This is an optimization exercise on Yosys and OpenROAD, whose aim is small area and a short achievable clock period, not a production implementation.
No activity file was given, so power comes from the tool's default toggle rates.

==> run a: inputs <==
==> flow/design.v (excerpt) <==
module chan_decim (
    input  wire        clk,
    input  wire        rst,         
    input  wire        bit_valid,
    input  wire        bit_in,
    output wire        out_valid,
    output wire [39:0] out_v
);
    reg rst_r, bv_r, b_r;
    always @(posedge clk) begin
        rst_r <= rst;
        bv_r  <= bit_valid & ~rst;
        b_r   <= bit_in;
    end
    wire        x_pre, x_valid;
    wire [22:0] x;
    cic5_dec32 u_cic (
        .clk(clk), .rst(rst_r),
        .bit_valid(bv_r), .bit_in(b_r),
        .x_pre(x_pre), .x_valid(x_valid), .x(x)
    );
    fir_iron_mac u_fir (
        .clk(clk), .rst(rst_r),
        .x_pre(x_pre), .x_valid(x_valid), .x(x),
        .v_valid(out_valid), .v(out_v)
    );
endmodule
==> module cic5_dec32, before the edit <==
module cic5_dec32 (
    input  wire        clk,
    input  wire        rst,
    input  wire        bit_valid,
    input  wire        bit_in,
    output reg         x_pre,       
    output reg         x_valid,
    output reg  [22:0] x
);
    localparam integer NC = 7;                   
    function integer WD(input integer q);
        WD = (q < 5) ? 4 : 3;
    endfunction
    function integer LO(input integer q);
        LO = (q < 5) ? 4 * q : 20 + 3 * (q - 5);
    endfunction
    reg  [25:0]   i1, i2, i3, i4, i5;
    reg  [NC-1:1] vd;                            
    wire [NC-1:0] vq = {vd, bit_valid};          
    reg  [NC-1:0] lq;                            
    reg  [NC-1:1] k1, k2, k3, k4, k5;            
    reg  [4:0]    phase;
    wire [25:0]   p1, p2, p3, p4, p5;
    wire [NC:1]   o1, o2, o3, o4, o5;
    wire [25:0]   en;
    function [4:0] rip(input [3:0] a, input [3:0] b, input ci, input integer n);
        integer j;
        reg c;
        begin
            c = ci;
            rip = 5'd0;
            for (j = 0; j < n; j = j + 1) begin
                rip[j] = a[j] ^ b[j] ^ c;
                c = (a[j] & b[j]) | (a[j] & c) | (b[j] & c);
            end
            rip[4] = c;
        end
    endfunction
    genvar q;
    generate
        for (q = 0; q < NC; q = q + 1) begin : g_chunk
            localparam integer L = LO(q);
            localparam integer N = WD(q);
            wire [3:0] e0 = (q == 0) ? {3'd0, bit_in} : 4'd0;
            wire       c1 = (q == 0) ? 1'b0 : k1[q];
            wire       c2 = (q == 0) ? 1'b0 : k2[q];
            wire       c3 = (q == 0) ? 1'b0 : k3[q];
            wire       c4 = (q == 0) ? 1'b0 : k4[q];
            wire       c5 = (q == 0) ? 1'b0 : k5[q];
            wire [3:0] a1 = i1[L +: N], a2 = i2[L +: N], a3 = i3[L +: N],
                       a4 = i4[L +: N], a5 = i5[L +: N];
            wire [4:0] r1 = rip(a1, e0, c1, N);
            wire [4:0] r2 = rip(a2, r1[3:0], c2, N);
            wire [4:0] r3 = rip(a3, r2[3:0], c3, N);
            wire [4:0] r4 = rip(a4, r3[3:0], c4, N);
            wire [4:0] r5 = rip(a5, r4[3:0], c5, N);
            assign p1[L +: N] = r1[N-1:0]; assign o1[q+1] = r1[4];
            assign p2[L +: N] = r2[N-1:0]; assign o2[q+1] = r2[4];
            assign p3[L +: N] = r3[N-1:0]; assign o3[q+1] = r3[4];
            assign p4[L +: N] = r4[N-1:0]; assign o4[q+1] = r4[4];
            assign p5[L +: N] = r5[N-1:0]; assign o5[q+1] = r5[4];
            assign en[L +: N] = {N{vq[q]}};
        end
    endgenerate
    always @(posedge clk) begin
        if (rst) begin
            i1 <= 26'd0; i2 <= 26'd0; i3 <= 26'd0; i4 <= 26'd0; i5 <= 26'd0;
        end else begin
            i1 <= (en & p1) | (~en & i1);
            i2 <= (en & p2) | (~en & i2);
            i3 <= (en & p3) | (~en & i3);
            i4 <= (en & p4) | (~en & i4);
            i5 <= (en & p5) | (~en & i5);
        end
    end
    always @(posedge clk) begin
        k1 <= o1[NC-1:1]; k2 <= o2[NC-1:1]; k3 <= o3[NC-1:1];
        k4 <= o4[NC-1:1]; k5 <= o5[NC-1:1];
        if (rst) begin
            vd <= {(NC-1){1'b0}};
            lq <= {NC{1'b0}};
            phase <= 5'd0;
        end else begin
            vd <= vq[NC-2:0];
            lq <= {lq[NC-2:0], bit_valid && (phase == 5'd31)};
            if (bit_valid)
                phase <= phase + 5'd1;
        end
    end
    reg  [25:0] w0, w1, w2, w3, w4;
    reg  [2:0]  rp;
    reg  [25:0] acc;
    reg         busy, init;
    reg  [2:0]  sq;
    reg  [3:0]  cnt;
    reg         step, rnd;                      
    reg  [25:0] zc;
    always @* begin
        case (rp)
            3'd1:    zc = 26'h0018950;
            3'd2:    zc = 26'h3c8e700;
            3'd3:    zc = 26'h1287000;
            3'd4:    zc = 26'h2100000;
            default: zc = 26'h0000000;
        endcase
    end
    wire [25:0] opb  = step ? ~w0 : {25'd0, rnd & acc[2]};
    wire [26:0] sm1;
    add27 u_add (.a({acc, 1'b1}), .b({opb, step | rnd}), .s(sm1));
    wire [25:0] sum  = sm1[26:1];
    wire [2:0]  rp1  = (rp == 3'd4) ? 3'd0 : rp + 3'd1;
    wire [2:0]  sq1  = (step || rnd) ? sq + 3'd1 : sq;
    wire [25:0] lmask;
    generate
        for (q = 0; q < NC; q = q + 1) begin : g_lmask
            assign lmask[LO(q) +: WD(q)] = {WD(q){lq[q]}};
        end
    endgenerate
    wire [25:0] accn = (lmask & i5) | (~lmask & sum);
    always @(posedge clk) begin
        w0 <= w1; w1 <= w2; w2 <= w3; w3 <= w4;
        w4 <= step ? acc : init ? zc : w0;
        acc <= accn;
        if (rst) begin
            rp <= 3'd0;
            busy <= 1'b0;
            init <= 1'b1;
            sq <= 3'd0;
            cnt <= 4'd0;
            step <= 1'b0;
            rnd <= 1'b0;
            x_valid <= 1'b0;
            x_pre <= 1'b0;
        end else begin
            rp <= rp1;
            if (rp == 3'd4)
                init <= 1'b0;
            x_valid <= 1'b0;
            x_pre <= busy && (cnt == 4'd9);
            step <= 1'b0;
            rnd <= 1'b0;
            if (lq[NC-1]) begin
                busy <= 1'b1;
                sq <= 3'd0;
                cnt <= 4'd0;
                step <= (rp1 == 3'd0);
            end else if (busy) begin
                cnt <= cnt + 4'd1;
                sq <= sq1;
                step <= (sq1 == rp1);
                rnd <= (sq1 == 3'd5);
                if (cnt == 4'd10) begin
                    busy <= 1'b0;
                    x_valid <= 1'b1;
                    step <= 1'b0;
                    rnd <= 1'b0;
                end
            end
        end
        if (busy && cnt == 4'd10)
            x <= acc[25] ? 23'h7fffff : acc[24:2];
    end
endmodule
clock: 12.0 ns
lec_check: 0
cap_margin: 20
core_margin: 2
core_utilization: 70
cts_cluster_diameter: 60
cts_cluster_size: 24
slew_margin: 20
standard.sh (not shown) runs the stock make flow with config.mk's settings and CLKGATE_MAP_FILE= SYNTH_SCRIPT=/design/flow/synth_recipe.tcl, a recipe that flattens the netlist after the stock synthesis.
==> flow/flow/run.sh <==
#!/bin/bash
# Standard layout (the standard.sh, standard synthesis unchanged) with
# timing repair aimed at a setup slack margin, so the resizer also works on
# paths that already meet the 12 ns clock. Output goes to flow_make.log.
set -euo pipefail
export SETUP_SLACK_MARGIN=8.3
bash standard.sh > flow_make.log 2>&1
==> inputs of run b, as changes to run a <==
--- a/flow/design.v
+++ b/flow/design.v
@@ -77,8 +77,8 @@
 );
-    localparam integer NC = 7;                   
+    localparam integer NC = 9;                   
     function integer WD(input integer q);
-        WD = (q < 5) ? 4 : 3;
+        WD = (q < 8) ? 3 : 2;
     endfunction
     function integer LO(input integer q);
-        LO = (q < 5) ? 4 * q : 20 + 3 * (q - 5);
+        LO = 3 * q;
     endfunction
==> out/qor.txt <==
adder-cell share of the synthesized area = 13.90%
critical path buffer and inverter count = 4
ratio of cells with drive above 1 in the final layout = 11.60%
Worst-Margin Slew = 1014 ps
Syn-to-layout area delta = 8.898%
sequential share of cell area = 57.88%
Compound-Gate Fraction of Synth Area = 7.707%
flops & latches, synth = 1918
final wirelength = 119.7 mm
post-route total power = 18.02 mW
clock sinks = 1918
Fmax achieved = 0.2572 GHz
synthesized cell area = 0.06148 mm²
non-clock buffer instance count of the final layout = 176
multi-input combinational area share = 30.62%
Die Wd = 300.4 µm
Post-Place Cells = 5814
outcome = complete, no violations
Register Area = 0.03875 mm²
That was run b.
==> out/qor.txt <==
clock sinks = 1904
synthesized cell area = 0.06059 mm²
Compound-Gate Fraction of Synth Area = 7.570%
post-route total power = 16.71 mW
Die Wd = 298.2 µm
non-clock buffer instance count of the final layout = 165
Worst-Margin Slew = 1123 ps
outcome = complete, no violations
Register Area = 0.03846 mm²
flops & latches, synth = 1904
multi-input combinational area share = 30.61%
Syn-to-layout area delta = 9.668%
That was run a.
No run of this note included a check of the RTL's function; only the layout flow was run.

==> what the ideal ports hide <==
How much do the figures lean on ideal ports? The routed layouts below were timed once more, with nothing changed but the port constraints.
Step 1, drivers: a clkbuf_16 drives clk and a buf_2 each remaining input, both assumed.
Step 2 adds t to the input delays and takes it off the output delays; t is the mean of the earliest and latest rising clock arrival at the registers after step 1. Input paths then give back, and output paths get back, about the clock's delay inside the block.
a / b / c = ideal / step 1 / step 2; a / b = the first two.
run	shift t [ns]	slack for setup (ns)	worst setup path after step 2	clock arrival spread, ns
run a	0.777	7.854 / 7.854 / 7.854	register to register	0.052 / 0.052
run b	0.776	8.111 / 8.111 / 8.111	register to register	0.031 / 0.031
After both steps every run listed still meets setup and hold.
